This design comes from an exercise in tuning for small area, a short achievable clock period and few clock cycles on the open sky130 flow, not from production work. RTL that was checked went through simulation tests only; none was proved equivalent to the original. Function not checked in runs 1 and 5 to 8: the RTL went through the layout flow alone.

## flow/design.v (module list and top-level ports; edited modules follow where they fit)
// module fp32_add: 98 lines
// module fp32_mul: 698 lines
// module cc_pi: 127 lines
module cc_pi (
    input  wire        clk,
    input  wire        rst,           
    input  wire        in_valid,
    output wire        in_ready,
    input  wire [31:0] in_e,
    input  wire [31:0] in_ff,
    input  wire [31:0] in_r,          
    input  wire [31:0] in_kp,
    input  wire [31:0] in_kit,
    input  wire [31:0] in_lo,
    input  wire [31:0] in_hi,
    input  wire [31:0] in_i0,
    output reg         out_valid,
    output wire [31:0] out_y,
    output wire [31:0] out_i,
    output reg         out_held
);
  // ...
==> flow/flow/run.sh <==
#!/bin/bash
# Standard layout (the standard.sh, unchanged synthesis and steps), with
# repair_timing asked to aim for a larger setup slack than the clock needs,
# so that it shortens the critical paths. Constraints are the design's.
set -euo pipefail
MARGIN=${MARGIN:-$(cat flow/margin.txt)}
bash standard.sh finish SETUP_SLACK_MARGIN=$MARGIN > flow_make.log 2>&1
==> flow/flow/margin.txt <==
16
==> flow/standard.sh <==
#!/bin/bash
# synth_recipe.tcl (not shown) runs the flow's synth.tcl, then flattens the netlist and writes it again
# the make line also repeats each setting of config.mk as NAME=value (left out here)
make -C /OpenROAD-flow-scripts/flow DESIGN_CONFIG=/design/flow/config.mk WORK_HOME=/design/flow/orfs CLKGATE_MAP_FILE= SYNTH_SCRIPT=/design/flow/synth_recipe.tcl "${@:-finish}"
==> flow/config.mk <==
export PLATFORM = sky130hd
export DESIGN_NAME = cc_pi
export DESIGN_NICKNAME = cc_pi
export VERILOG_FILES = /design/flow/design.v
export SDC_FILE = /design/flow/constraint.sdc
export NUM_CORES = 4
export LEC_CHECK = 0
export ABC_AREA = 1
export CAP_MARGIN = 20
export CORE_MARGIN = 2
export CORE_UTILIZATION = 40
export SLEW_MARGIN = 20
==> flow/constraint.sdc <==
create_clock -name core_clock -period 30.0 [get_ports {clk}]
set_input_delay 6.0000 -clock core_clock [delete_from_list [all_inputs] [get_ports {clk}]]
set_output_delay 6.0000 -clock core_clock [all_outputs]
set_load 0.01 [all_outputs]
==> impl_metrics.yaml, run 1 <==
detailed_routing:
  route.vias.total: 49511
  wire_per_inst_um: 22.83
  drtIter0Drc: 5983
  firstDrtPassIters: 7
  highest_layer: "met5"
finish:
  antenna_diode_count: 2
  clockNetworkAreaShare_pct: 3.399
  nNonClkInverters: 1008
  final_core_util_pct: 47.04
  layout.buffer.nonclock.area_share_pct: 7.998
  multi_input_area_um2: 33130
  number_of_multi_input_combinational_cells_in_the_layout: 5104
clock_network:
  cts_inserted_buffers: 54
  tritoncts_clock_tree: "yes"
  worst_skew_pair.late_latency_ns: 0.71
synthesis:
  syn_nets: 7692
  synth_top_cell_by_area: "dfxtp_1"
  yosysUniqueCellTypes: 68
  synth_area_um2: 48130
  postSynthRegisterBits: 462
  synthDominantCellAreaShare_pct: 12.56
  yosysWarnings: 3
  yosys.cell_count.top_type: "nand2_1"
floorplan:
  fp-row-count: 127
  core_area_um2: 119700
  fp.dieW_um: 350.9
setup_path:
  count_of_buffering_cells_on_the_critical_path_with_inverters_included: 13
  timing.critical_path.arrival_ns: 13.99
  critPathMaxFanout: 18
  cp-endpoint: "y_r[24]$_SDFFE_PP0P_"
sta:
  worst_slew_pin_slew_ns: 1.139
  final_hold_viol_count: 0
global_routing:
  global_router_s_overall_resource_usage_pct: 31.35
  grtUsageMet2_pct: 46.99
  grtUsageMet3_pct: 6.520
  globalRouteOverflowTotal: 0
run_status:
  run_status: "no timing/DRC/antenna violations"
placement:
  gp_congestion: 1.072
==> module cc_pi, before the edit <==
module cc_pi (
    input  wire        clk,
    input  wire        rst,           
    input  wire        in_valid,
    output wire        in_ready,
    input  wire [31:0] in_e,
    input  wire [31:0] in_ff,
    input  wire [31:0] in_r,          
    input  wire [31:0] in_kp,
    input  wire [31:0] in_kit,
    input  wire [31:0] in_lo,
    input  wire [31:0] in_hi,
    input  wire [31:0] in_i0,
    output reg         out_valid,
    output wire [31:0] out_y,
    output wire [31:0] out_i,
    output reg         out_held
);
    function [31:0] flush(input [31:0] x);
        flush = (x[30:23] == 8'h00) ? {x[31], 31'd0} : x;
    endfunction
    function is_nan(input [31:0] x);
        is_nan = (x[30:23] == 8'hff) && (x[22:0] != 0);
    endfunction
    function is_fin(input [31:0] x);
        is_fin = (x[30:23] != 8'hff);
    endfunction
    function lt(input [31:0] a, input [31:0] b);
        if (is_nan(a) || is_nan(b))                  lt = 1'b0;
        else if (a[30:0] == 0 && b[30:0] == 0)       lt = 1'b0;
        else if (a[31] != b[31])                     lt = a[31];
        else if (!a[31])                             lt = a[30:0] < b[30:0];
        else                                         lt = a[30:0] > b[30:0];
    endfunction
    reg        rdy;
    reg [31:0] e, kp, kit, ff1, lo1, hi1, i01;
    reg        r1, n1;
    wire       acc_in = in_valid && rdy;
    wire       r_true = !in_r[31] && (in_r[30:23] >= 8'h7e) &&
                        !((in_r[30:23] == 8'hff) && (in_r[22:0] != 0));
    wire       nan_in = is_nan(in_e) || is_nan(in_ff);
    wire       short  = r_true || nan_in;
    always @(posedge clk) begin
        if (rdy) begin
            e   <= in_e;
            kp  <= in_kp;
            ff1 <= in_ff;
            lo1 <= in_lo;
            hi1 <= in_hi;
        end
        kit <= in_kit;
        i01 <= in_i0;
        r1  <= r_true;
        n1  <= nan_in;
    end
    reg  vA, vB, vC, vD;        
    reg  sA;                    
    reg  rD;                    
    reg  hD;                    
    reg  negD, posD, crossD;    
    reg  [31:0] m, acc, inew, st_i, y_r;
    reg  [31:0] lo2, hi2;
    wire [31:0] mr, ar;
    fp32_mul u_mul (.a(vA ? kit : kp), .b(e), .y(mr));
    wire        x_st = vB;
    wire [31:0] ax   = x_st ? st_i : acc;
    fp32_add u_add (.a(ax), .b(m), .y(ar));
    wire gt_hi = lt(hi2, ar);
    wire lt_lo = lt(ar, lo2);
    wire fin_n = is_fin(inew);
    wire live  = vD && !hD;
    wire tk_g  = rD || negD;                  
    wire tk_l  = rD || posD;                  
    wire upd_g = live && (fin_n || !tk_g);    
    wire upd_l = live && (fin_n || !tk_l);
    wire upd_e = live && fin_n;
    wire [31:0] hsel = (rD && crossD) ? lo2 : hi2;
    wire [31:0] y_g  = upd_g ? hsel : y_r;
    wire [31:0] y_l  = upd_l ? lo2 : y_r;
    wire [31:0] i_g  = (upd_g && tk_g) ? inew : st_i;
    wire [31:0] i_l  = (upd_l && tk_l) ? inew : st_i;
    wire [31:0] i_e  = upd_e ? inew : st_i;
    wire [31:0] y_nx = gt_hi ? y_g : (lt_lo ? y_l : (upd_e ? ar : y_r));
    wire [31:0] i_nx = gt_hi ? i_g : (lt_lo ? i_l : i_e);
    wire        keep = gt_hi ? !upd_g : (lt_lo ? !upd_l : !upd_e);
    always @(posedge clk) begin
        if (rst) begin
            rdy       <= 1'b1;
            vA        <= 1'b0;
            sA        <= 1'b0;
            vB        <= 1'b0;
            vC        <= 1'b0;
            vD        <= 1'b0;
            st_i      <= 32'h00000000;
            y_r       <= 32'h00000000;
            out_valid <= 1'b0;
            out_held  <= 1'b0;
        end else begin
            rdy <= !(acc_in && !short) && !vA;
            vA  <= acc_in && !short;
            sA  <= acc_in && short;
            vB  <= vA;
            vC  <= vB;
            vD  <= vC || sA;
            out_valid <= vD;
            out_held  <= keep;
            st_i      <= i_nx;
            y_r       <= y_nx;
        end
    end
    wire ld_d = vC || sA;
    always @(posedge clk) begin
        m      <= ld_d ? flush(ff1) : mr;
        acc    <= sA ? flush(i01) : ar;
        inew   <= sA ? flush(i01) : acc;
        rD     <= sA && r1;
        hD     <= sA && !r1;
        negD   <= e[31] && (e[30:23] != 8'h00);
        posD   <= !e[31] && (e[30:23] != 8'h00);
        crossD <= lt(flush(hi1), flush(lo1));
        lo2    <= flush(lo1);
        hi2    <= flush(hi1);
    end
    assign in_ready = rdy;
    assign out_y    = y_r;
    assign out_i    = st_i;
endmodule
==> run 2, diff against run 1 <==
--- a/flow/design.v
+++ b/flow/design.v
@@ -831,3 +831,3 @@
     reg        rdy;
-    reg [31:0] e, kp, kit, ff1, lo1, hi1, i01;
+    reg [31:0] e, kp, ma, ff1, lo1, hi1, i01;
     reg        r1, n1;
@@ -846,3 +846,3 @@
         end
-        kit <= in_kit;
+        ma  <= vA ? kp : in_kit;
         i01 <= in_i0;
@@ -859,6 +859,4 @@
     wire [31:0] mr, ar;
-    fp32_mul u_mul (.a(vA ? kit : kp), .b(e), .y(mr));
-    wire        x_st = vB;
-    wire [31:0] ax   = x_st ? st_i : acc;
-    fp32_add u_add (.a(ax), .b(m), .y(ar));
+    fp32_mul u_mul (.a(ma), .b(e), .y(mr));
+    fp32_add u_add (.a(acc), .b(m), .y(ar));
     wire gt_hi = lt(hi2, ar);
@@ -909,3 +907,3 @@
         m      <= ld_d ? flush(ff1) : mr;
-        acc    <= sA ? flush(i01) : ar;
+        acc    <= vA ? i_nx : (sA ? flush(i01) : ar);
         inew   <= sA ? flush(i01) : acc;
==> impl_metrics.yaml, run 2 <==
synthesis:
  synth_cells: 7188
  yosys.area_share.simple_pct: 29.14
  synth_compound_gate_area_share_pct: 12.36
  asyncSetResetFlopFracSynth_pct: 0
  synth_sequential_area_ratio_pct: 22.05
  synthDominantCellAreaShare_pct: 13.72
  postSynthRegisterBits: 462
  synth-edff-count: 160
  synth_top_cell_by_area: "nand2_1"
  yosysUniqueCellTypes: 71
  synth_common_cells: "nand2_1 (1,798), inv_1 (960), nand3_1 (681)"
  syn_nets: 8005
  synthMuxAreaShare_pct: 0.06104
  ys_dominant_reg_cell: "dfxtp_1"
  yosys.cell_count.top_type: "nand2_1"
  yosys-top-cells-area: "nand2_1 (14%), dfxtp_1 (12%), fa_1 (10%)"
  yosysWarnings: 3
  synth_top_family_by_area: "simple AND/OR/NAND/NOR gates"
  synth_xor_xnor_area_share_pct: 7.401
  avgSynthCellArea_um2: 6.844
  synth_adder_area_share_pct: 17.99
  synth_area_um2: 49200
finish:
  mostFrequentLayoutCell: "nand2_1"
  syn_to_final_growth_pct: 14.33
  num-fill-cells: 12496
  net_count_final: 8166
  drive_gt1_share_pct: 5.628
  fin_cells: 9018
  finish.instance_area_um2: 56250
  layout.cells.most_common_list: "nand2_1 (1,790), inv_1 (952), nand3_1 (681)"
clock_network:
  worst_skew_pair.late_latency_ns: 0.68
  clock_sinks: 462
  clk_pin_slew_worst_paths_ns: 0.08
  cts_buffer_depth: 3
  tritoncts_clock_tree: "yes"
  cts_inserted_buffers: 53
  cts.root.buffer_cell: "clkbuf_16"
  count_of_h_tree_levels_built_during_cts: 2
  hold_buffers: 0
setup_path:
  worst-r2r-cell-count: 74
  cp_max_delay_cell: "o21ai_0"
  worst_r2r_startpoint: "acc[21]$_DFF_P_"
  worstPathRequired_ns: 30.54
  worst_path_most_repeated_cell: "nand2_1"
  r2r_slack_ns: 16.87
  critical_path.reg2reg.endpoint: "acc[10]$_DFF_P_"
  timing.critical_path.arrival_ns: 13.67
  worstSetupStartpointType: "flop"
  critPathMaxFanout: 31
  critPathKind: "flop to flop"
  critical-path-max-stage-delay_ns: 0.76
  timing.critical_path.to_type: "flop"
detailed_routing:
  wire_per_inst_um: 22.68
  antenna_violating_nets_post_route: 0
  firstDrtPassIters: 9
  drt-total-wl_um: 204500
  drcViolationCount: 0
  route.vias.total: 50637
  drtIter0Drc: 5787
  via_per_inst: 5.615
placement:
  place.detailed.instances: 8882
  place_area_um2: 53620
  placement.io_buffers: 325
  gp_congestion: 1.017
  place.detailed.hpwl_um: 157500
floorplan:
  fp.dieW_um: 354.7
  die_area_um2: 125800
  floorplan.io_pins: 326
  die_height_um: 354.7
  core_area_um2: 121900
  initial_core_utilization_pct: 40.37
  fp-row-count: 128
sta:
  slew_viol_final: 0
  clock-skew-final_ns: 0.07705
  worst_slew_pin_slew_ns: 1.192
  timing.final.crit_share_pct: 43.76
  setup_violations: 0
  max_slew_headroom_pct: 18.51
  setup-tns-final_ns: 0
  clock.fmax_mhz: 76.18
  grt_setup_unrepaired: "false"
  final_hold_viol_count: 0
  period_minus_slack_ns: 13.13
global_routing:
  antenna_found_initial: 6
  first_global_vias: 48030
  largest_net_degree_at_the_start_of_global_routing: 75
  grt_pass1_wl_um: 303300
  global_router_s_overall_resource_usage_pct: 31.45
  globalRouteOverflowTotal: 0
job:
  max_cap_violations: 0
worst_hold_path:
  hold_depth: 0
  worst_hold_launch: "hi1[31]$_DFFE_PP_"
  hold_path_class: "flop to flop"
  hold_path_end: "hi2[31]$_DFF_P_"
run_status:
  run_status: "no timing/DRC/antenna violations"
run 2: cell types whose count changed after synthesis, sizes merged, moves of 7 or more:
cell	previous run	this run
a31oi	26	19
nand2	1490	1828
buf	115	151
or2	49	15
nand3	662	696
nor2	546	525
nand4	131	100
mux2i	25	3
o22ai	286	273
o21ai	371	415
clkbuf	214	199
a21oi	268	239
xor2	348	370
run 2: what timing repair did:
action,in CTS,in global routing
gates cloned,8,6
endpoints found under the setup margin,97,97
pin swaps,7,11
buffers inserted,11,12
hold endpoints to repair,0,0
resized for setup,31,79
run 2: cell families after synthesis:
family / Yosys count
AOI/OAI and AO/OA: 1061
xor gates and xnor gates: 414
adders and majority gates: 558
buffers and inverters: 1358
DFF: 462
muxes: 3
and+or+nand+nor: 3332
run 2: worst max-delay path: cells and delay by family (launching register included):
kind                     cells  cell delay (ns)
buffers and inverters       11             1.63
flip-flops                   1             0.44
adder cells (fa/ha/maj)      5             1.65
AO/OA/AOI/OAI               10             2.51
XOR/XNOR                     2             0.76
AND/OR/NAND/NOR             46             5.92
run 2: how the worst max path moves through the flow:
stage | startpoint | to | slack [ns]
after floorplan | m[25]$_DFF_P_ | y_r[10]$_SDFFE_PP0P_ | 19.25
after global placement | m[23]$_DFF_P_ | y_r[15]$_SDFFE_PP0P_ | 13.86
after detailed placement | m[23]$_DFF_P_ | y_r[8]$_SDFFE_PP0P_ | 13.52
after CTS | acc[14]$_DFF_P_ | acc[10]$_DFF_P_ | 16.03
after global routing | acc[30]$_DFF_P_ | acc[10]$_DFF_P_ | 15.95
final | acc[21]$_DFF_P_ | acc[10]$_DFF_P_ | 16.87
run 2: per-layer routing:
layer	vias to the layer above	share of wire, %	GRT usage (%)
li1	23770	-	-
met1	23705	42	43.71
met2	2699	43	48.18
met3	459	10	5.784
met4	4	4.7	12.27
met5	-	0.016	0
run 2: through the flow:
| stage | hold slack (ns) | setup slack, ns | utilization [%] |
|---|---|---|---|
| detailed placement | 0.3763 | 13.52 | 43.99 |
| CTS | 0.3825 | 16.03 | 45.71 |
| floorplan | 0.3480 | 19.25 | - |
| global route | 0.3826 | 15.95 | 46.15 |
| global placement | 0.3647 | 13.86 | 43.99 |
| finish | 0.3949 | 16.87 | 46.15 |
run 2: layout make-up:
cell class / count / area (µm²) / area share (%)
Multi-Input combinational cell: 5376 / 33370 / 59.33
Sequential cell: 462 / 10870 / 19.33
Timing Repair Buffer: 447 / 4424 / 7.866
Inverter: 1008 / 3804 / 6.762
Tap cell: 1625 / 2033 / 3.615
Clock buffer: 66 / 1439 / 2.558
Clock inverter: 32 / 295.3 / 0.5250
Timing Repair inverter: 1 / 7.507 / 0.01335
Antenna cell: 1 / 2.502 / 0.004449
Testbench counts of run 2, summed over its fixed seeds: cycles 9,352.
==> run 3, diff against run 2 <==
--- a/flow/config.mk
+++ b/flow/config.mk
@@ -7,3 +7,2 @@
 export LEC_CHECK = 0
-export ABC_AREA = 1
 export CAP_MARGIN = 20
==> impl_metrics.yaml, run 3 <==
run_status:
  run_status: "no timing/DRC/antenna violations"
worst_hold_path:
  hold_depth: 0
  worst_hold_launch: "hi1[31]$_DFFE_PP_"
  hold_path_class: "flop to flop"
  hold_path_end: "hi2[31]$_DFF_P_"
finish:
  syn_to_final_growth_pct: 20.57
  net_count_final: 7883
  num-fill-cells: 12949
  drive_gt1_share_pct: 14.03
  seq_area_um2: 10990
  mostFrequentLayoutCell: "nor2_1"
  final_core_util_pct: 48.50
  layout.cells.most_common_list: "nor2_1 (644), nand2_1 (523), inv_1 (508)"
  multi_input_area_um2: 40510
synthesis:
  asyncSetResetFlopFracSynth_pct: 0
  postSynthRegisterBits: 462
  synth_sequential_area_ratio_pct: 20.26
  avgSynthCellArea_um2: 7.787
  ys_dominant_reg_cell: "dfxtp_1"
  synth-edff-count: 160
  syn_nets: 7694
  synth_area_um2: 53550
  synth_top_cell_by_area: "dfxtp_1"
  yosys-top-cells-area: "dfxtp_1 (11%), fa_1 (9.3%), edfxtp_1 (9.0%)"
  yosysUniqueCellTypes: 123
  synth_cells: 6877
  yosysWarnings: 3
  yosys.cell_count.top_type: "nor2_1"
  synth_common_cells: "nor2_1 (677), o21ai_0 (532), nand2_1 (530)"
  synthDominantCellAreaShare_pct: 11.29
clock_network:
  clock_sinks: 462
  cts.root.buffer_cell: "clkbuf_16"
  hold_buffers: 0
  cts_inserted_buffers: 53
  tritoncts_clock_tree: "yes"
  count_of_h_tree_levels_built_during_cts: 2
  cts_buffer_depth: 3
  clk_pin_slew_worst_paths_ns: 0.07
  worst_skew_pair.late_latency_ns: 0.70
detailed_routing:
  drcViolationCount: 0
  firstDrtPassIters: 7
  antenna_violating_nets_post_route: 0
  drtIter0Drc: 8226
  wire_per_inst_um: 28.73
  route.vias.total: 57728
  drt-total-wl_um: 255300
  via_per_inst: 6.497
sta:
  final_hold_viol_count: 0
  setup_violations: 0
  max_slew_headroom_pct: 15.05
  clock.fmax_mhz: 70.11
  grt_setup_unrepaired: "true"
  period_minus_slack_ns: 14.26
  slew_viol_final: 0
  timing.final.crit_share_pct: 47.54
  clock-skew-final_ns: 0.06632
  worst_slew_pin_slew_ns: 1.242
  setup-tns-final_ns: 0
global_routing:
  largest_net_degree_at_the_start_of_global_routing: 80
  globalRouteOverflowTotal: 0
  first_global_vias: 52746
  grt_pass1_wl_um: 364500
  global_router_s_overall_resource_usage_pct: 35.57
  antenna_found_initial: 18
setup_path:
  critical-path-max-stage-delay_ns: 0.84
  critPathMaxFanout: 13
  cp_max_delay_cell: "o21ai_0"
  critical_path.reg2reg.endpoint: "y_r[11]$_SDFFE_PP0P_"
  worstPathRequired_ns: 30.58
  timing.critical_path.to_type: "flop"
  timing.critical_path.arrival_ns: 14.85
  cpLargestDelayFamily: "compound AO/OA/AOI/OAI gates"
  r2r_slack_ns: 15.74
  count_of_buffering_cells_on_the_critical_path_with_inverters_included: 14
  worst_path_most_repeated_cell: "buf_12"
  worst_r2r_startpoint: "m[15]$_DFF_P_"
  worstSetupStartpointType: "flop"
  critPathKind: "flop to flop"
  worst-r2r-cell-count: 55
placement:
  gp_congestion: 1.028
  placement.io_buffers: 325
  place.detailed.hpwl_um: 190700
floorplan:
  fp-row-count: 134
  initial_core_utilization_pct: 40.23
  core_area_um2: 133100
  die_area_um2: 136800
  fp.dieW_um: 369.9
  die_height_um: 369.9
  floorplan.io_pins: 326
job:
  max_cap_violations: 0
-- run 3: cell count changes in the layout (fill, tap and decap cells not counted), moves of 203 or more --
cell	delta
nand2_1	-1267
xor2_1	-268
o22ai_1	-257
inv_1	-444
nand3_1	-538
a211oi_1	+258
buf_4	+203
-- run 3: area by class of cell --
type	count	area share, %
clock inverters	24	0.4205
repair buffers	706	10.91
well taps	1768	3.426
multi-input cells	5315	62.75
diodes	7	0.02713
clock buffers	76	2.316
flip-flops and latches	462	17.03
inverters	528	3.132
-- run 3: worst max-delay path by stage --
stage	start	to	slack [ns]	depth (start not counted)
after CTS	m[21]$_DFF_P_	y_r[21]$_SDFFE_PP0P_	16.00	79
after detailed placement	acc[2]$_DFF_P_	acc[3]$_DFF_P_	11.11	70
final	m[15]$_DFF_P_	y_r[11]$_SDFFE_PP0P_	15.74	55
after global routing	acc[21]$_DFF_P_	y_r[23]$_SDFFE_PP0P_	15.32	81
after global placement	acc[2]$_DFF_P_	acc[3]$_DFF_P_	11.33	70
after floorplan	m[23]$_DFF_P_	acc[18]$_DFF_P_	16.00	78
-- run 3: timing repair --
action                                  in CTS  in global routing
endpoints found under the setup margin      97                 97
buffers inserted                           106                 83
resized for setup                          316                253
gates cloned                                21                  6
pin swaps                                   66                 83
-- run 3: cells by family after synthesis --
logic type / synth area share, %
buf+inv: 8.068
xor+xnor: 3.939
simple gates: 18.08
fa+ha+maj: 16.60
compound gates: 28.08
flops: 20.26
mux: 4.967
-- run 3: metal layers --
metal,global-route usage [%],wire [µm],vias up
li1,-,-,25394
met1,49.75,106300,27957
met2,50.88,104300,3773
met3,10.19,32270,588
met4,14.66,12390,16
met5,0,104,-
-- run 3: stage by stage --
step           cell area (µm²)  hold slack, ns  instances  worst slack [ns]
2_1_floorplan            53670          0.3415       6877             16.00
3_3_place_gp             58110          0.3567       8561             11.33
3_5_place_dp             58110          0.3697       8562             11.11
4_1_cts                  62500          0.3854       8789             16.00
5_1_grt                  64550          0.4063       8880             15.32
6_report                 64570          0.3913       8886             15.74
==> run 4, diff against run 3 <==
==> flow/flow/margin.txt (replaced) <==
17
--- a/flow/config.mk
+++ b/flow/config.mk
@@ -7,2 +7,3 @@
 export LEC_CHECK = 0
+export ABC_AREA = 1
 export CAP_MARGIN = 20
==> impl_metrics.yaml, run 4 <==
finish:
  net_count_final: 8233
  syn_to_final_growth_pct: 17.11
  drive_gt1_share_pct: 8.111
  layout.cells.most_common_list: "nand2_1 (1,763), inv_1 (936), nand3_1 (663)"
  mostFrequentLayoutCell: "nand2_1"
setup_path:
  cp_max_delay_cell: "dfxtp_1"
  critPathKind: "flop to flop"
  timing.critical_path.arrival_ns: 12.97
  setup.worst_path.start: "m[20]$_DFF_P_"
  critPathMaxFanout: 18
  worstPathRequired_ns: 30.56
  worst_r2r_startpoint: "m[20]$_DFF_P_"
  timing.critical_path.to_type: "flop"
  worst-r2r-cell-count: 84
  critical-path-max-stage-delay_ns: 0.56
  worst_path_most_repeated_cell: "nand2_1"
  worstSetupStartpointType: "flop"
clock_network:
  count_of_h_tree_levels_built_during_cts: 2
  hold_buffers: 0
  clock_sinks: 462
  cts.root.buffer_cell: "clkbuf_16"
  worst_skew_pair.late_latency_ns: 0.67
  cts_inserted_buffers: 53
  cts_buffer_depth: 3
  clk_pin_slew_worst_paths_ns: 0.08
  tritoncts_clock_tree: "yes"
detailed_routing:
  firstDrtPassIters: 9
  drt-total-wl_um: 208100
  via_per_inst: 5.645
  antenna_violating_nets_post_route: 0
  wire_per_inst_um: 22.90
  drcViolationCount: 0
  drtIter0Drc: 6411
  route.vias.total: 51298
synthesis:
  synth_cells: 7188
  yosysWarnings: 3
  syn_nets: 8005
  yosys-top-cells-area: "nand2_1 (14%), dfxtp_1 (12%), fa_1 (10%)"
  synthDominantCellAreaShare_pct: 13.72
  avgSynthCellArea_um2: 6.844
  yosysUniqueCellTypes: 71
  asyncSetResetFlopFracSynth_pct: 0
  synth_common_cells: "nand2_1 (1,798), inv_1 (960), nand3_1 (681)"
  synth_sequential_area_ratio_pct: 22.05
  synth-edff-count: 160
  yosys.cell_count.top_type: "nand2_1"
  ys_dominant_reg_cell: "dfxtp_1"
  synth_top_cell_by_area: "nand2_1"
  postSynthRegisterBits: 462
  synth_area_um2: 49200
floorplan:
  fp.dieW_um: 354.7
  core_area_um2: 121900
  die_height_um: 354.7
  initial_core_utilization_pct: 40.37
  floorplan.io_pins: 326
  die_area_um2: 125800
  fp-row-count: 128
global_routing:
  global_router_s_overall_resource_usage_pct: 31.53
  largest_net_degree_at_the_start_of_global_routing: 75
  antenna_found_initial: 6
  first_global_vias: 48120
  globalRouteOverflowTotal: 0
  grt_pass1_wl_um: 304100
sta:
  setup_violations: 0
  worst_slew_pin_slew_ns: 1.264
  clock-skew-final_ns: 0.07691
  fin_hold_ws_ns: 0.3844
  timing.final.crit_share_pct: 41.38
  max_slew_headroom_pct: 13.55
  setup-tns-final_ns: 0
  clock.fmax_mhz: 80.55
  period_minus_slack_ns: 12.41
  grt_setup_unrepaired: "true"
  slew_viol_final: 0
  final_hold_viol_count: 0
job:
  max_cap_violations: 0
placement:
  place.detailed.hpwl_um: 157500
  placement.io_buffers: 325
  gp_congestion: 1.017
worst_hold_path:
  hold_depth: 0
  hold_path_class: "flop to flop"
  worst_hold_launch: "lo1[28]$_DFFE_PP_"
run_status:
  run_status: "no timing/DRC/antenna violations"
==> run 4: cell count changes after synthesis, sizes merged, moves of 139 or more <==
cell	previous run	this run
nand2	530	1828
nand3	173	696
inv	525	989
a211oi	287	13
xor2	101	370
clkbuf	453	199
o22ai	19	273
a22oi	193	3
a21oi	428	239
nor2	677	525
mux2i	142	3
==> run 4: repair_timing <==
item,in CTS,in global routing
endpoints found under the setup margin,97,128
gates cloned,10,18
gates resized for setup,81,195
setup buffers,15,61
pin swaps,12,42
==> run 4: worst paths after layout <==
kind                          end  slack [ns]
hold / removal    lo2[28]$_DFF_P_        0.38
setup reg to reg  acc[10]$_DFF_P_       17.59
hold reg to reg   lo2[28]$_DFF_P_        0.38
setup / recovery  acc[10]$_DFF_P_       17.59
==> run 4: cells by family (layout without fill, tap and decap cells) <==
group           after synthesis  count (layout)  share of synthesized area (%)
buf+inv                    1358            1619                          10.99
compound gates             1061            1061                          12.36
simple gates               3332            3342                          29.14
mux                           3               3                        0.06104
flops                       462             462                          22.05
xor+xnor                    414             414                          7.401
fa+ha+maj                   558             558                          17.99
other cells                   0               3                              0
==> run 4: metal layers <==
layer / GRT usage [%] / share of wire, % / up-vias
met5: 0 / 0.015 / -
met4: 12.49 / 4.9 / 4
met3: 5.589 / 10 / 487
met2: 48.32 / 43 / 2793
met1: 43.89 / 42 / 24095
li1: - / - / 23919
==> run 4: layout make-up <==
cell class                 count  area (µm²)
clock inverter                32       295.3
inverter                    1008        3831
fill                       12382       64260
antenna                        3       7.507
clock buffer                  66        1439
tap                         1625        2033
multi-input combinational   5378       33920
timing repair buffer         512        5155
timing repair inverter         1       7.507
sequential                   462       10930
==> run 4: metrics by stage <==
step | instances | instance area [µm²] | setup slack (ns) | util, %
finish | 9087 | 57620 | 17.59 | 47.27
detailed placement | 8882 | 53620 | 13.52 | 43.99
global route | 9084 | 57610 | 16.76 | 47.27
floorplan | 7188 | 49200 | 19.25 | -
CTS | 9005 | 55930 | 16.99 | 45.89
global placement | 8882 | 53620 | 13.86 | 43.99
==> run 4: critical path: cells and delay by family, from the launching register on <==
family          cells  cell delay (ns)
compound gates     15             2.62
simple gates       53             6.09
fa+ha+maj           6             1.85
buf+inv            10             1.15
flops               1             0.56
==> module fp32_add, before the edit <==
module fp32_add (
    input  wire [31:0] a,
    input  wire [31:0] b,
    output reg  [31:0] y
);
    wire        sa = a[31], sb = b[31];
    wire [7:0]  ea = a[30:23], eb = b[30:23];
    wire [22:0] fa = a[22:0],  fb = b[22:0];
    wire a_max  = (ea == 8'hff);
    wire b_max  = (eb == 8'hff);
    wire a_nan  = a_max && (fa != 0);
    wire b_nan  = b_max && (fb != 0);
    wire a_inf  = a_max && (fa == 0);
    wire b_inf  = b_max && (fb == 0);
    wire a_zero = (ea == 8'h00);
    wire b_zero = (eb == 8'h00);
    wire [8:0]  dab  = {1'b0, ea} - {1'b0, eb};
    wire [8:0]  dba  = {1'b0, eb} - {1'b0, ea};
    wire        swap = {eb, fb} > {ea, fa};
    wire        sx   = swap ? sb : sa;
    wire [7:0]  ex   = swap ? eb : ea;
    wire [7:0]  d    = swap ? dba[7:0] : dab[7:0];
    wire [23:0] mx   = swap ? {~b_zero, fb} : {~a_zero, fa};
    wire [23:0] my   = swap ? {~a_zero, fa} : {~b_zero, fb};
    wire        sub  = sa ^ sb;
    reg  [25:0] sh;
    reg         st;
    always @(*) begin
        sh = {my, 2'b00};
        st = 1'b0;
        if (d[0]) begin st = st | sh[0];      sh = {1'b0,  sh[25:1]};  end
        if (d[1]) begin st = st | (|sh[1:0]);  sh = {2'b0,  sh[25:2]};  end
        if (d[2]) begin st = st | (|sh[3:0]);  sh = {4'b0,  sh[25:4]};  end
        if (d[3]) begin st = st | (|sh[7:0]);  sh = {8'b0,  sh[25:8]};  end
        if (d[4]) begin st = st | (|sh[15:0]); sh = {16'b0, sh[25:16]}; end
        if (d[7:5] != 3'b000) begin st = |my; sh = 26'd0; end
    end
    wire [26:0] xm  = {mx, 3'b000};
    wire [26:0] ym  = {sh, st};
    wire [27:0] sum = sub ? ({1'b0, xm} - {1'b0, ym}) : ({1'b0, xm} + {1'b0, ym});
    reg  [23:0] fm;
    reg         fg, fs;
    reg  [9:0]  fe;
    always @(*) begin
        if (sum[27]) begin
            fm = sum[27:4]; fg = sum[3]; fs = |sum[2:0];
            fe = {2'b00, ex} + 10'd1;
        end else if (sum[26]) begin
            fm = sum[26:3]; fg = sum[2]; fs = |sum[1:0];
            fe = {2'b00, ex};
        end else begin
            fm = sum[25:2]; fg = sum[1]; fs = sum[0];
            fe = {2'b00, ex} - 10'd1;
        end
    end
    wire        fup  = fg && (fs || fm[0]);
    wire [24:0] fr   = {1'b0, fm} + {24'd0, fup};
    wire [22:0] fman = fr[22:0];
    wire [9:0]  fer  = fe + {9'd0, fr[24]};
    wire [24:0] xn   = {mx, 1'b0};
    wire [24:0] yn   = d[0] ? {1'b0, my} : {my, 1'b0};
    wire [24:0] dn   = xn - yn;
    reg  [4:0]  lz;
    integer k;
    always @(*) begin
        lz = 5'd25;
        for (k = 0; k <= 24; k = k + 1)
            if (dn[k]) lz = 5'd24 - k[4:0];
    end
    wire [24:0] nsh  = dn << lz;
    wire [9:0]  ne   = {2'b00, ex} - {5'd0, lz};
    wire        near = sub && (d[7:1] == 7'd0) && !(d[0] && dn[24]);
    always @(*) begin
        if (a_nan || b_nan || (a_inf && b_inf && (sa != sb)))
            y = 32'h7fc00000;
        else if (a_inf)
            y = {sa, 8'hff, 23'd0};
        else if (b_inf)
            y = {sb, 8'hff, 23'd0};
        else if (a_zero && b_zero)
            y = {sa & sb, 31'd0};
        else if (near) begin
            if (dn == 25'd0)
                y = 32'h00000000;                    
            else if ($signed(ne) <= 10'sd0)
                y = {sx, 31'd0};                     
            else
                y = {sx, ne[7:0], nsh[23:1]};
        end else begin
            if ($signed(fer) >= 10'sd255)
                y = {sx, 8'hff, 23'd0};
            else if ($signed(fer) <= 10'sd0)
                y = {sx, 31'd0};                     
            else
                y = {sx, fer[7:0], fman};
        end
    end
endmodule
==> run 5, diff against run 4 <==
--- a/flow/design.v
+++ b/flow/design.v
@@ -37,24 +37,51 @@
     end
-    wire [26:0] xm  = {mx, 3'b000};
-    wire [26:0] ym  = {sh, st};
-    wire [27:0] sum = sub ? ({1'b0, xm} - {1'b0, ym}) : ({1'b0, xm} + {1'b0, ym});
-    reg  [23:0] fm;
-    reg         fg, fs;
-    reg  [9:0]  fe;
+    wire [23:0] yh  = sh[25:2];
+    wire [2:0]  yl  = {sh[1:0], st};
+    wire        bor = sub && (yl != 3'd0);
+    wire [2:0]  lo  = sub ? (3'd0 - yl) : yl;            
+    wire [25:0] yx  = sub ? ~{2'b00, yh} : {2'b00, yh};
+    wire        cin = sub && !bor;
+    wire [25:0] t0  = {2'b00, mx} + yx + {25'd0, cin};
+    wire [25:0] t1  = {2'b00, mx} + yx + {24'd0, cin, !cin};
+    wire [25:0] t2  = {2'b00, mx} + yx + {24'd0, 1'b1, cin};
+    wire        l27 = t0[24];
+    wire        l26 = !t0[24] && t0[23];
+    reg  [22:0] fman;
+    reg         fovf;
+    reg         fup;
     always @(*) begin
-        if (sum[27]) begin
-            fm = sum[27:4]; fg = sum[3]; fs = |sum[2:0];
-            fe = {2'b00, ex} + 10'd1;
-        end else if (sum[26]) begin
-            fm = sum[26:3]; fg = sum[2]; fs = |sum[1:0];
-            fe = {2'b00, ex};
+        if (l27) begin
+            fup  = t0[0] && ((lo != 3'd0) || t0[1]);
+            fman = fup ? t2[23:1] : t0[23:1];
+            fovf = fup && t2[25];
+        end else if (l26) begin
+            fup  = lo[2] && ((lo[1:0] != 2'd0) || t0[0]);
+            fman = fup ? t1[22:0] : t0[22:0];
+            fovf = fup && t1[24];
         end else begin
-            fm = sum[25:2]; fg = sum[1]; fs = sum[0];
-            fe = {2'b00, ex} - 10'd1;
+            fup  = lo[1] && (lo[0] || lo[2]);
+            fman = !fup ? {t0[21:0], lo[2]} :
+                   (lo[2] ? {t1[21:0], 1'b0} : {t0[21:0], 1'b1});
+            fovf = fup && lo[2] && t1[23];
+        end
+    end
+    wire [7:0]  ex_p2 = ex + 8'd2;
+    wire [7:0]  ex_p1 = ex + 8'd1;
+    wire [7:0]  ex_m1 = ex - 8'd1;
+    reg  [7:0]  fexp;
+    reg         finf, fflu;
+    always @(*) begin
+        finf = 1'b0;
+        fflu = 1'b0;
+        if (l27) begin
+            fexp = fovf ? ex_p2 : ex_p1;
+            finf = fovf ? (ex >= 8'd253) : (ex >= 8'd254);
+        end else if (l26) begin
+            fexp = fovf ? ex_p1 : ex;
+            finf = fovf && (ex >= 8'd254);
+        end else begin
+            fexp = fovf ? ex : ex_m1;
+            fflu = !fovf && (ex <= 8'd1);
         end
     end
-    wire        fup  = fg && (fs || fm[0]);
-    wire [24:0] fr   = {1'b0, fm} + {24'd0, fup};
-    wire [22:0] fman = fr[22:0];
-    wire [9:0]  fer  = fe + {9'd0, fr[24]};
     wire [24:0] xn   = {mx, 1'b0};
@@ -89,8 +116,8 @@
         end else begin
-            if ($signed(fer) >= 10'sd255)
+            if (finf)
                 y = {sx, 8'hff, 23'd0};
-            else if ($signed(fer) <= 10'sd0)
+            else if (fflu)
                 y = {sx, 31'd0};                     
             else
-                y = {sx, fer[7:0], fman};
+                y = {sx, fexp, fman};
         end
==> impl_metrics.yaml, run 5 <==
run_status:
  run_status: "no timing/DRC/antenna violations"
synthesis:
  synth_cells: 7026
  synth_area_um2: 48760
  synth_top_cell_by_area: "nand2_1"
  yosysWarnings: 3
  synth_adder_area_share_pct: 18.10
  yosys.area_share.simple_pct: 26.98
  asyncSetResetFlopFracSynth_pct: 0
  synth_xor_xnor_area_share_pct: 8.057
  ys_dominant_reg_cell: "dfxtp_1"
  synth_top_family_by_area: "simple AND/OR/NAND/NOR gates"
  avgSynthCellArea_um2: 6.940
  yosys.cell_count.top_type: "nand2_1"
  yosys-top-cells-area: "nand2_1 (13%), dfxtp_1 (12%), fa_1 (10%)"
  synthDominantCellAreaShare_pct: 12.58
  yosysUniqueCellTypes: 73
  postSynthRegisterBits: 462
  synth_compound_gate_area_share_pct: 13.87
  synth_sequential_area_ratio_pct: 22.25
  syn_nets: 7840
  synth_common_cells: "nand2_1 (1,634), inv_1 (933), nand3_1 (596)"
  synth-edff-count: 160
  synthMuxAreaShare_pct: 0.1232
detailed_routing:
  via_per_inst: 5.580
  antenna_violating_nets_post_route: 0
  drtIter0Drc: 5422
  firstDrtPassIters: 6
  drcViolationCount: 0
  drt-total-wl_um: 193400
  route.vias.total: 49371
  wire_per_inst_um: 21.85
floorplan:
  initial_core_utilization_pct: 40.17
  core_area_um2: 121400
  die_height_um: 353.2
  floorplan.io_pins: 326
  fp-row-count: 128
  die_area_um2: 124700
  fp.dieW_um: 353.2
sta:
  setup_violations: 0
  clock-skew-final_ns: 0.07337
  timing.final.crit_share_pct: 40.93
  period_minus_slack_ns: 12.28
  clock.fmax_mhz: 81.45
  fin_hold_ws_ns: 0.3900
  final_hold_viol_count: 0
  setup-tns-final_ns: 0
  max_slew_headroom_pct: 16.40
  slew_viol_final: 0
  grt_setup_unrepaired: "false"
  worst_slew_pin_slew_ns: 1.222
worst_hold_path:
  hold_path_end: "lo2[26]$_DFF_P_"
  hold_path_class: "flop to flop"
  worst_hold_launch: "lo1[26]$_DFFE_PP_"
  hold_depth: 0
setup_path:
  worstSetupStartpointType: "flop"
  critPathMaxFanout: 27
  worst_path_most_repeated_cell: "inv_1"
  critical-path-max-stage-delay_ns: 0.55
  critical_path.reg2reg.endpoint: "m[4]$_DFF_P_"
  timing.critical_path.to_type: "flop"
  worstPathRequired_ns: 30.51
  worst-r2r-cell-count: 52
  timing.critical_path.arrival_ns: 12.79
  worst_r2r_startpoint: "e[7]$_DFFE_PP_"
  critPathKind: "flop to flop"
  r2r_slack_ns: 17.72
  cp_max_delay_cell: "fa_1"
global_routing:
  global_router_s_overall_resource_usage_pct: 29.64
  antenna_found_initial: 6
  globalRouteOverflowTotal: 0
  grt_pass1_wl_um: 287800
  largest_net_degree_at_the_start_of_global_routing: 104
  first_global_vias: 46816
finish:
  layout.cells.most_common_list: "nand2_1 (1,626), inv_1 (927), nand3_1 (593)"
  net_count_final: 7989
  mostFrequentLayoutCell: "nand2_1"
  final_core_util_pct: 45.87
  drive_gt1_share_pct: 5.096
  syn_to_final_growth_pct: 14.20
  num-fill-cells: 12596
placement:
  place.detailed.hpwl_um: 149700
  gp_congestion: 0.9956
  placement.io_buffers: 325
clock_network:
  count_of_h_tree_levels_built_during_cts: 2
  clk_pin_slew_worst_paths_ns: 0.07
  cts.root.buffer_cell: "clkbuf_16"
  cts_buffer_depth: 3
  cts_inserted_buffers: 54
  tritoncts_clock_tree: "yes"
  hold_buffers: 0
  clock_sinks: 462
  worst_skew_pair.late_latency_ns: 0.68
job:
  max_cap_violations: 0
==> run 5: cell types whose count changed in the layout (fill, tap and decap cells not counted), moves of 17 or more <==
cell	delta
ha_1	+18
dfxtp_1	+33
buf_12	-17
nor2_1	-40
xor2_1	+33
nand2_1	-137
nand3_1	-70
dfxtp_2	-21
a31oi_1	+31
buf_4	-57
o21ai_0	+101
nand3_2	-21
o211ai_1	+23
==> run 5: repair_timing <==
item / CTS / global route
buffers inserted: 4 / 22
gates resized for setup: 23 / 43
setup endpoints to repair: 98 / 128
pin swaps: 1 / 8
cloned: 2 / 6
endpoints found under the hold margin: 0 / 0
==> run 5: worst max path at each step <==
stage | start | end
6_report | e[7]$_DFFE_PP_ | m[4]$_DFF_P_
5_1_grt | acc[30]$_DFF_P_ | acc[10]$_DFF_P_
4_1_cts | acc[30]$_DFF_P_ | y_r[8]$_SDFFE_PP0P_
3_5_place_dp | m[23]$_DFF_P_ | acc[10]$_DFF_P_
3_3_place_gp | m[23]$_DFF_P_ | acc[13]$_DFF_P_
2_1_floorplan | e[7]$_DFFE_PP_ | m[30]$_DFF_P_
==> run 5: cell type report <==
cell class	instances	area (µm²)	area share (%)
diodes	2	5.005	0.008988
clock buffers	73	1643	2.950
clock inverters	29	339.1	0.6089
inverters	993	3769	6.768
multi-input cells	5240	33000	59.26
flip-flops and latches	462	10860	19.50
well taps	1625	2033	3.651
repair buffers	423	4036	7.248
repair inverters	1	5.005	0.008988
==> run 5: through the flow <==
step	instance area, µm²	setup WS [ns]	instances
2_1_floorplan	48760	20.09	7026
3_3_place_gp	53160	15.01	8710
3_5_place_dp	53160	14.88	8710
4_1_cts	55290	17.07	8818
5_1_grt	55680	16.95	8847
6_report	55690	17.72	8848
==> run 5: layer usage <==
layer / up-vias / track usage, % / part of all wire (%)
li1: 23375 / - / -
met1: 23135 / 40.45 / 43
met2: 2431 / 45.92 / 43
met3: 422 / 5.075 / 9.2
met4: 8 / 13.13 / 5.0
met5: - / 0 / 0.031
==> run 5: cells by family after synthesis <==
family,Yosys count
compound gates,1196
xor+xnor,443
mux,6
buf+inv,1330
simple gates,3034
flops,462
fa+ha+maj,555
==> run 5: critical path: cells and delay by family, from the launching register on <==
family / cells / cell delay (ns)
and+or+nand+nor: 16 / 2.64
xor gates and xnor gates: 2 / 0.38
adders and majority gates: 7 / 3.08
buffers and inverters: 16 / 3.01
DFF: 1 / 0.35
AOI/OAI and AO/OA: 11 / 2.54
==> run 6, diff against run 5 <==
==> flow/flow/margin.txt (replaced) <==
18
==> impl_metrics.yaml, run 6 <==
detailed_routing:
  firstDrtPassIters: 6
  highest_layer: "met5"
  wire_per_inst_um: 21.91
  length_of_routed_wiring_on_met1_um: 82260
  route.vias.total: 49551
  drt-total-wl_um: 194700
  drtIter0Drc: 5269
  total_met2_wirelength_after_detailed_routing_um: 84090
  wl_met3_um: 18500
  drcViolationCount: 0
  antenna_violating_nets_post_route: 0
  via_per_inst: 5.576
run_status:
  run_status: "no timing/DRC/antenna violations"
synthesis:
  synth_sequential_area_ratio_pct: 22.25
  yosys-top-cells-area: "nand2_1 (13%), dfxtp_1 (12%), fa_1 (10%)"
  synth_common_cells: "nand2_1 (1,634), inv_1 (933), nand3_1 (596)"
  ys_dominant_reg_cell: "dfxtp_1"
  synth_area_um2: 48760
  synth_cells: 7026
  asyncSetResetFlopFracSynth_pct: 0
  synth-edff-count: 160
  synth_top_cell_by_area: "nand2_1"
  synthDominantCellAreaShare_pct: 12.58
  syn_nets: 7840
  avgSynthCellArea_um2: 6.940
  yosys.cell_count.top_type: "nand2_1"
  postSynthRegisterBits: 462
  yosysWarnings: 3
  yosysUniqueCellTypes: 73
placement:
  placement.io_buffers: 325
  gp_congestion: 0.9956
  place.detailed.hpwl_um: 149700
  place.detailed.instances: 8710
setup_path:
  worstSetupStartpointType: "flop"
  setup.worst_path.start: "m[25]$_DFF_P_"
  timing.critical_path.to_type: "flop"
  critPathMaxFanout: 52
  worst-r2r-cell-count: 63
  worstPathRequired_ns: 30.57
  cp-endpoint: "y_r[10]$_SDFFE_PP0P_"
  critical_path.reg2reg.endpoint: "y_r[10]$_SDFFE_PP0P_"
  critPathKind: "flop to flop"
  cp_max_delay_cell: "o21ai_0"
  critical-path-max-stage-delay_ns: 0.77
  timing.critical_path.arrival_ns: 12.07
  worst_path_most_repeated_cell: "nand2_1"
  worst_r2r_startpoint: "m[25]$_DFF_P_"
  r2r_slack_ns: 18.51
clock_network:
  worst_skew_pair.late_latency_ns: 0.68
  cts_buffer_depth: 3
  clk_pin_slew_worst_paths_ns: 0.07
  cts_inserted_buffers: 54
  cts.root.buffer_cell: "clkbuf_16"
  tritoncts_clock_tree: "yes"
  count_of_h_tree_levels_built_during_cts: 2
  clock_sinks: 462
sta:
  worst_slew_pin_slew_ns: 1.182
  slew_viol_final: 0
  clock.fmax_mhz: 87.00
  setup_violations: 0
  period_minus_slack_ns: 11.49
  clock-skew-final_ns: 0.07089
  timing.final.crit_share_pct: 38.31
  grt_setup_unrepaired: "false"
  setup-tns-final_ns: 0
  max_slew_headroom_pct: 19.18
  final_hold_viol_count: 0
worst_hold_path:
  hold_path_class: "flop to flop"
finish:
  mostFrequentLayoutCell: "nand2_1"
  fin_cells: 8886
  layout.cells.most_common_list: "nand2_1 (1,622), inv_1 (918), nand3_1 (586)"
  num-fill-cells: 12561
  net_count_final: 8028
  drive_gt1_share_pct: 6.446
  syn_to_final_growth_pct: 15.55
  final_core_util_pct: 46.41
global_routing:
  first_global_vias: 46969
  globalRouteOverflowTotal: 0
  global_router_s_overall_resource_usage_pct: 29.80
  grt_pass1_wl_um: 289100
  largest_net_degree_at_the_start_of_global_routing: 74
  antenna_found_initial: 7
floorplan:
  core_area_um2: 121400
  floorplan.io_pins: 326
  die_area_um2: 124700
  die_height_um: 353.2
  fp.dieW_um: 353.2
  fp-row-count: 128
  initial_core_utilization_pct: 40.17
job:
  max_cap_violations: 0
[run 6: cell counts after synthesis]
Identical to the previous run, type by type.
[run 6: cell type report]
cell class	count	area [µm²]	area share, %
diodes	1	2.502	0.004441
clock buffers	73	1643	2.916
clock inverters	29	339.1	0.6018
inverters	993	3799	6.742
multi-input cells	5243	33280	59.07
flip-flops and latches	462	10860	19.27
well taps	1625	2033	3.608
repair buffers	457	4372	7.759
repair inverters	3	15.01	0.02665
[run 6: worst min-delay path by stage]
stage / startpoint / end / slack (ns) / depth (start not counted)
after floorplan: hi1[31]$_DFFE_PP_ / hi2[31]$_DFF_P_ / 0.35 / 0
after global placement: lo1[31]$_DFFE_PP_ / lo2[31]$_DFF_P_ / 0.37 / 0
after detailed placement: lo1[26]$_DFFE_PP_ / lo2[26]$_DFF_P_ / 0.38 / 0
after CTS: lo1[26]$_DFFE_PP_ / lo2[26]$_DFF_P_ / 0.39 / 0
after global routing: lo1[26]$_DFFE_PP_ / lo2[26]$_DFF_P_ / 0.40 / 0
final: lo1[26]$_DFFE_PP_ / lo2[26]$_DFF_P_ / 0.38 / 0
[run 6: critical path, delay by kind of cell, from the launching register on]
| kind | cells | cell delay (ns) |
|---|---|---|
| and+or+nand+nor | 29 | 3.17 |
| xor gates and xnor gates | 2 | 0.58 |
| buffers and inverters | 12 | 1.83 |
| AOI/OAI and AO/OA | 16 | 3.85 |
| DFF | 1 | 0.44 |
| adders and majority gates | 4 | 1.44 |
[run 6: cell families after synthesis]
logic type	after synthesis	synth area share (%)
compound gates	1196	13.87
xor+xnor	443	8.057
fa+ha+maj	555	18.10
buf+inv	1330	10.62
flops	462	22.25
mux	6	0.1232
simple gates	3034	26.98
[run 6: metrics by stage]
step	hold slack, ns	setup slack [ns]	cell area [µm²]
detailed placement	0.3763	14.88	53160
global placement	0.3678	15.01	53160
CTS	0.3899	18.01	55540
global route	0.3999	17.90	56350
finish	0.3807	18.51	56350
floorplan	0.3480	20.09	48760
[run 6: repair_timing]
action | CTS | global route
pin swaps | 6 | 16
setup endpoints to repair | 128 | 128
hold buffers | 0 | 0
buffers inserted | 12 | 47
gates resized for setup | 64 | 98
cloned | 5 | 9
[run 6: metal layers]
layer | up-vias | track usage, %
met3 | 420 | 5.209
met2 | 2444 | 46.20
li1 | 23466 | -
met5 | - | 0
met1 | 23209 | 40.51
met4 | 12 | 13.32
==> run 7, diff against run 6 <==
==> flow/flow/margin.txt (replaced) <==
20
==> impl_metrics.yaml, run 7 <==
run_status:
  run_status: "no timing/DRC/antenna violations"
synthesis:
  yosys-top-cells-area: "nand2_1 (13%), dfxtp_1 (12%), fa_1 (10%)"
  yosys.area_share.simple_pct: 26.98
  synth_adder_area_share_pct: 18.10
  synthMuxAreaShare_pct: 0.1232
  synth_top_cell_by_area: "nand2_1"
  synth_area_um2: 48760
  yosys.cell_count.top_type: "nand2_1"
  avgSynthCellArea_um2: 6.940
  syn_nets: 7840
  ys_dominant_reg_cell: "dfxtp_1"
  synthDominantCellAreaShare_pct: 12.58
  synth_common_cells: "nand2_1 (1,634), inv_1 (933), nand3_1 (596)"
  yosysUniqueCellTypes: 73
  synth-edff-count: 160
  synth_sequential_area_ratio_pct: 22.25
  synth_cells: 7026
  synth_compound_gate_area_share_pct: 13.87
  asyncSetResetFlopFracSynth_pct: 0
  synth_top_family_by_area: "simple AND/OR/NAND/NOR gates"
  postSynthRegisterBits: 462
  yosysWarnings: 3
  synth_xor_xnor_area_share_pct: 8.057
setup_path:
  timing.critical_path.arrival_ns: 10.45
  count_of_buffering_cells_on_the_critical_path_with_inverters_included: 12
  worst_path_most_repeated_cell: "nand2_1"
  cpLargestDelayFamily: "simple AND/OR/NAND/NOR gates"
  worstSetupStartpointType: "flop"
  worst_r2r_startpoint: "acc[20]$_DFF_P_"
  critical-path-max-stage-delay_ns: 0.51
  setup.worst_path.start: "acc[20]$_DFF_P_"
  worstPathRequired_ns: 30.53
  critPathKind: "flop to flop"
  critPathMaxFanout: 24
  timing.critical_path.to_type: "flop"
  cp_max_delay_cell: "xnor2_1"
sta:
  clock-skew-final_ns: 0.07100
  timing.final.crit_share_pct: 33.06
  worst_slew_pin_slew_ns: 1.362
  grt_setup_unrepaired: "true"
  max_slew_headroom_pct: 9.118
  setup-tns-final_ns: 0
  clock.fmax_mhz: 100.8
  slew_viol_final: 0
  setup_violations: 0
  final_hold_viol_count: 0
  period_minus_slack_ns: 9.918
floorplan:
  fp-row-count: 128
  die_height_um: 353.2
  core_area_um2: 121400
  initial_core_utilization_pct: 40.17
  fp.dieW_um: 353.2
  floorplan.io_pins: 326
  die_area_um2: 124700
worst_hold_path:
  hold_path_class: "flop to flop"
  worst_hold_launch: "lo1[25]$_DFFE_PP_"
global_routing:
  antenna_found_initial: 5
  globalRouteOverflowTotal: 0
  global_router_s_overall_resource_usage_pct: 31.10
  first_global_vias: 48841
  grt_pass1_wl_um: 301100
  largest_net_degree_at_the_start_of_global_routing: 74
finish:
  multi_input_area_um2: 37500
  mostFrequentLayoutCell: "nand2_1"
  drive_gt1_share_pct: 19.85
  num-fill-cells: 11693
  layout.cells.most_common_list: "nand2_1 (1,479), inv_1 (851), nand3_1 (424)"
  final_core_util_pct: 53.06
  finish.instance_area_um2: 64420
  syn_to_final_growth_pct: 32.10
  seq_area_um2: 10970
  net_count_final: 8365
detailed_routing:
  antenna_violating_nets_post_route: 0
  route.vias.total: 52570
  drt-total-wl_um: 209000
  via_per_inst: 5.699
  drcViolationCount: 0
  wire_per_inst_um: 22.66
  drtIter0Drc: 5797
  firstDrtPassIters: 6
clock_network:
  tritoncts_clock_tree: "yes"
  cts.root.buffer_cell: "clkbuf_16"
  worst_skew_pair.late_latency_ns: 0.68
  count_of_h_tree_levels_built_during_cts: 2
  clk_pin_slew_worst_paths_ns: 0.07
  cts_buffer_depth: 3
  clock_sinks: 462
  hold_buffers: 0
  cts_inserted_buffers: 54
placement:
  place_area_um2: 53160
  gp_congestion: 0.9956
  place.detailed.hpwl_um: 149700
  placement.io_buffers: 325
job:
  max_cap_violations: 0
-- run 7: cell counts after synthesis --
No cell type changed its count.
-- run 7: cell families (layout without fill, tap and decap cells) --
kind of cell    Yosys count  in the layout
xor+xnor                443            443
simple gates           3034           3046
compound gates         1196           1199
other cells               0              2
flops                   462            462
fa+ha+maj               555            555
mux                       6              6
buf+inv                1330           1886
-- run 7: worst reg2reg max path, delay by kind of cell, from the launching register on --
family                     cells  cell delay, ns
adders and majority gates      4            1.26
buffers and inverters         12            1.78
xor gates and xnor gates       2            0.63
DFF                            1            0.38
and+or+nand+nor               32            3.32
AOI/OAI and AO/OA             11            2.47
-- run 7: stage by stage --
step | hold slack (ns) | worst slack [ns] | cells
2_1_floorplan | 0.3480 | 20.09 | 7026
3_3_place_gp | 0.3678 | 15.01 | 8710
3_5_place_dp | 0.3763 | 14.88 | 8710
4_1_cts | 0.3899 | 19.92 | 8979
5_1_grt | 0.3999 | 19.63 | 9223
6_report | 0.3933 | 20.08 | 9224
-- run 7: area by class of cell --
class | instances | area share, %
multi-input combinational | 5249 | 58.22
sequential | 462 | 17.03
timing repair inverter | 8 | 0.1515
inverter | 993 | 6.227
antenna | 2 | 0.007770
timing repair buffer | 783 | 12.14
tap | 1625 | 3.156
clock inverter | 29 | 0.5264
clock buffer | 73 | 2.550
-- run 7: worst paths after layout --
path | endpoint | slack, ns | depth (start not counted)
worst min-delay path | lo2[25]$_DFF_P_ | 0.39 | 0
worst max-delay path | acc[22]$_DFF_P_ | 20.08 | 61
worst min register to register | lo2[25]$_DFF_P_ | 0.39 | 0
worst max register to register | acc[22]$_DFF_P_ | 20.08 | 61
-- run 7: timing repair --
| item | CTS | global route |
|---|---|---|
| pin swaps | 70 | 377 |
| endpoints found under the setup margin | 128 | 128 |
| setup buffers | 135 | 223 |
| resized for setup | 492 | 887 |
| cloned | 32 | 20 |
-- run 7: per-layer routing --
| metal | global-route usage, % | wire length [µm] |
|---|---|---|
| met5 | 0 | 60 |
| met4 | 15.05 | 12710 |
| met3 | 5.669 | 20660 |
| met2 | 48.16 | 90800 |
| met1 | 41.75 | 84790 |
==> run 8, diff against run 7 <==
==> flow/flow/margin.txt (replaced) <==
19
==> impl_metrics.yaml, run 8 <==
run_status:
  run_status: "no timing/DRC/antenna violations"
setup_path:
  cp_max_delay_cell: "o211ai_1"
  timing.critical_path.arrival_ns: 11.15
  worstSetupStartpointType: "flop"
  critical-path-max-stage-delay_ns: 0.46
  critPathMaxFanout: 27
  worstPathRequired_ns: 30.57
  critPathKind: "flop to flop"
  timing.critical_path.to_type: "flop"
  worst_path_most_repeated_cell: "nand2_1"
finish:
  num-fill-cells: 12401
  syn_to_final_growth_pct: 19.04
  multi_input_area_um2: 34180
  finish.instance_area_um2: 58050
  drive_gt1_share_pct: 9.174
  seq_area_um2: 10880
  net_count_final: 8093
  mostFrequentLayoutCell: "nand2_1"
  layout.cells.most_common_list: "nand2_1 (1,593), inv_1 (906), nand3_1 (581)"
floorplan:
  core_area_um2: 121400
  fp.dieW_um: 353.2
  floorplan.io_pins: 326
  initial_core_utilization_pct: 40.17
  fp-row-count: 128
  die_height_um: 353.2
  die_area_um2: 124700
detailed_routing:
  antenna_violating_nets_post_route: 0
  firstDrtPassIters: 8
  route.vias.total: 50300
  drt-total-wl_um: 198200
  via_per_inst: 5.619
  drtIter0Drc: 5319
  drcViolationCount: 0
  wire_per_inst_um: 22.14
synthesis:
  yosys.cell_count.top_type: "nand2_1"
  synth_area_um2: 48760
  syn_nets: 7840
  synth_sequential_area_ratio_pct: 22.25
  yosysWarnings: 3
  asyncSetResetFlopFracSynth_pct: 0
  avgSynthCellArea_um2: 6.940
  ys_dominant_reg_cell: "dfxtp_1"
  synth_top_cell_by_area: "nand2_1"
  yosys-top-cells-area: "nand2_1 (13%), dfxtp_1 (12%), fa_1 (10%)"
  synth_common_cells: "nand2_1 (1,634), inv_1 (933), nand3_1 (596)"
  synthDominantCellAreaShare_pct: 12.58
  postSynthRegisterBits: 462
  synth-edff-count: 160
  yosysUniqueCellTypes: 73
  synth_cells: 7026
sta:
  final_hold_viol_count: 0
  grt_setup_unrepaired: "true"
  setup-tns-final_ns: 0
  worst_slew_pin_slew_ns: 1.248
  final_ws_setup_ns: 19.43
  clock-skew-final_ns: 0.07422
  slew_viol_final: 0
  period_minus_slack_ns: 10.57
  max_slew_headroom_pct: 14.63
  setup_violations: 0
  timing.final.crit_share_pct: 35.25
  clock.fmax_mhz: 94.57
clock_network:
  worst_skew_pair.late_latency_ns: 0.68
  cts.root.buffer_cell: "clkbuf_16"
  cts_buffer_depth: 3
  tritoncts_clock_tree: "yes"
  hold_buffers: 0
  count_of_h_tree_levels_built_during_cts: 2
  cts_inserted_buffers: 54
  clk_pin_slew_worst_paths_ns: 0.07
  clock_sinks: 462
job:
  max_cap_violations: 0
placement:
  gp_congestion: 0.9956
  placement.io_buffers: 325
  place.detailed.hpwl_um: 149700
  place_area_um2: 53160
  pre_cts_slack_ns: 14.88
global_routing:
  grtUsageMet2_pct: 46.87
  grt_util_met1_pct: 40.92
  first_global_vias: 47623
  global_router_s_overall_resource_usage_pct: 30.33
  largest_net_degree_at_the_start_of_global_routing: 74
  grt_pass1_wl_um: 293700
  antenna_found_initial: 6
  grt_most_used_layer: "met2"
  grtUsageMet3_pct: 5.571
  globalRouteOverflowTotal: 0
worst_hold_path:
  hold_path_class: "flop to flop"
-- run 8: cell types whose count changed in the layout (fill, tap and decap cells not counted), moves of 31 or more --
cell	change
buf_4	-198
ha_1	+35
inv_1	+55
inv_2	-32
nand2_1	+114
nand2_2	-61
nand2_4	-50
nand3_1	+157
nand3_2	-107
nand3_4	-51
nor2_1	+65
nor2_2	-35
o21ai_0	+31
o21ai_2	-32
-- run 8: worst paths after layout --
kind / cells after the start / slack (ns) / end / from
worst max-delay path: 66 / 19.43 / y_r[1]$_SDFFE_PP0P_ / acc[13]$_DFF_P_
worst min-delay path: 0 / 0.38 / lo2[26]$_DFF_P_ / lo1[26]$_DFFE_PP_
worst max register to register: 66 / 19.43 / y_r[1]$_SDFFE_PP0P_ / acc[13]$_DFF_P_
worst min register to register: 0 / 0.38 / lo2[26]$_DFF_P_ / lo1[26]$_DFFE_PP_
-- run 8: per-layer routing --
metal / up-vias / routed length, µm
met1: 23610 / 83270
met3: 486 / 19010
li1: 23644 / -
met5: - / 74
met2: 2550 / 85240
met4: 10 / 10600
-- run 8: stage by stage --
stage	instances	hold slack (ns)	utilization, %
after floorplan	7026	0.3480	-
after global placement	8710	0.3678	43.79
after detailed placement	8710	0.3763	43.79
after CTS	8872	0.3899	46.41
after global routing	8951	0.4000	47.82
final	8951	0.3793	47.82
-- run 8: cell type report --
type	instances	area share, %
antenna	1	0.004311
multi-input combinational	5246	58.88
sequential	462	18.75
timing repair buffer	516	8.689
timing repair inverter	6	0.07544
inverter	993	6.686
tap	1625	3.503
clock inverter	29	0.5842
clock buffer	73	2.830
-- run 8: logic make-up (layout without fill, tap and decap cells) --
| kind of cell | Yosys count | in the layout | share of synthesized area [%] |
|---|---|---|---|
| and+or+nand+nor | 3034 | 3042 | 26.98 |
| buffers and inverters | 1330 | 1617 | 10.62 |
| AOI/OAI and AO/OA | 1196 | 1200 | 13.87 |
| adders and majority gates | 555 | 555 | 18.10 |
| DFF | 462 | 462 | 22.25 |
| xor gates and xnor gates | 443 | 443 | 8.057 |
| muxes | 6 | 6 | 0.1232 |
| other | 0 | 1 | 0 |
-- run 8: critical path, delay by kind of cell, from the launching register on --
family,cells,cell delay [ns]
compound gates,9,1.86
xor+xnor,1,0.17
fa+ha+maj,3,1.04
buf+inv,9,1.35
flops,1,0.38
simple gates,44,5.63
-- run 8: repair_timing --
item                                    in CTS  in global routing
setup buffers                               43                 67
gates cloned                                17                 11
resized for setup                          190                264
pin swaps                                   24                 52
endpoints found under the setup margin     128                128

[re-timing with driven ports]
How much do the figures lean on ideal ports? The routed layouts below were timed once more, with nothing changed but the port constraints.
Step 1 sets driving cells, clkbuf_16 on the clock port and buf_2 on the other inputs (assumed; they add their load-dependent delay and slew).
Step 2 adds t to the input delays and takes it off the output delays; t is the mean of the earliest and latest rising clock arrival at the registers after step 1. Input paths then give back, and output paths get back, about the clock's delay inside the block.
a / b / c = ideal ports / drivers / drivers and shift; a / b = the first two.
run	t (ns)	setup slack, ns	pins driven straight from the clock port
run 1	0.724	16.652 / 16.652 / 16.652	1
run 2	0.712	16.873 / 16.873 / 16.873	1
run 3	0.746	15.737 / 15.737 / 15.737	1
run 4	0.705	17.585 / 17.585 / 17.585	1
run 5	0.708	17.722 / 17.722 / 17.722	1
run 6	0.707	18.506 / 18.506 / 18.506	1
run 7	0.708	20.082 / 20.082 / 20.082	1
run 8	0.708	19.426 / 19.426 / 19.426	1
After both steps every run listed still meets setup and hold.
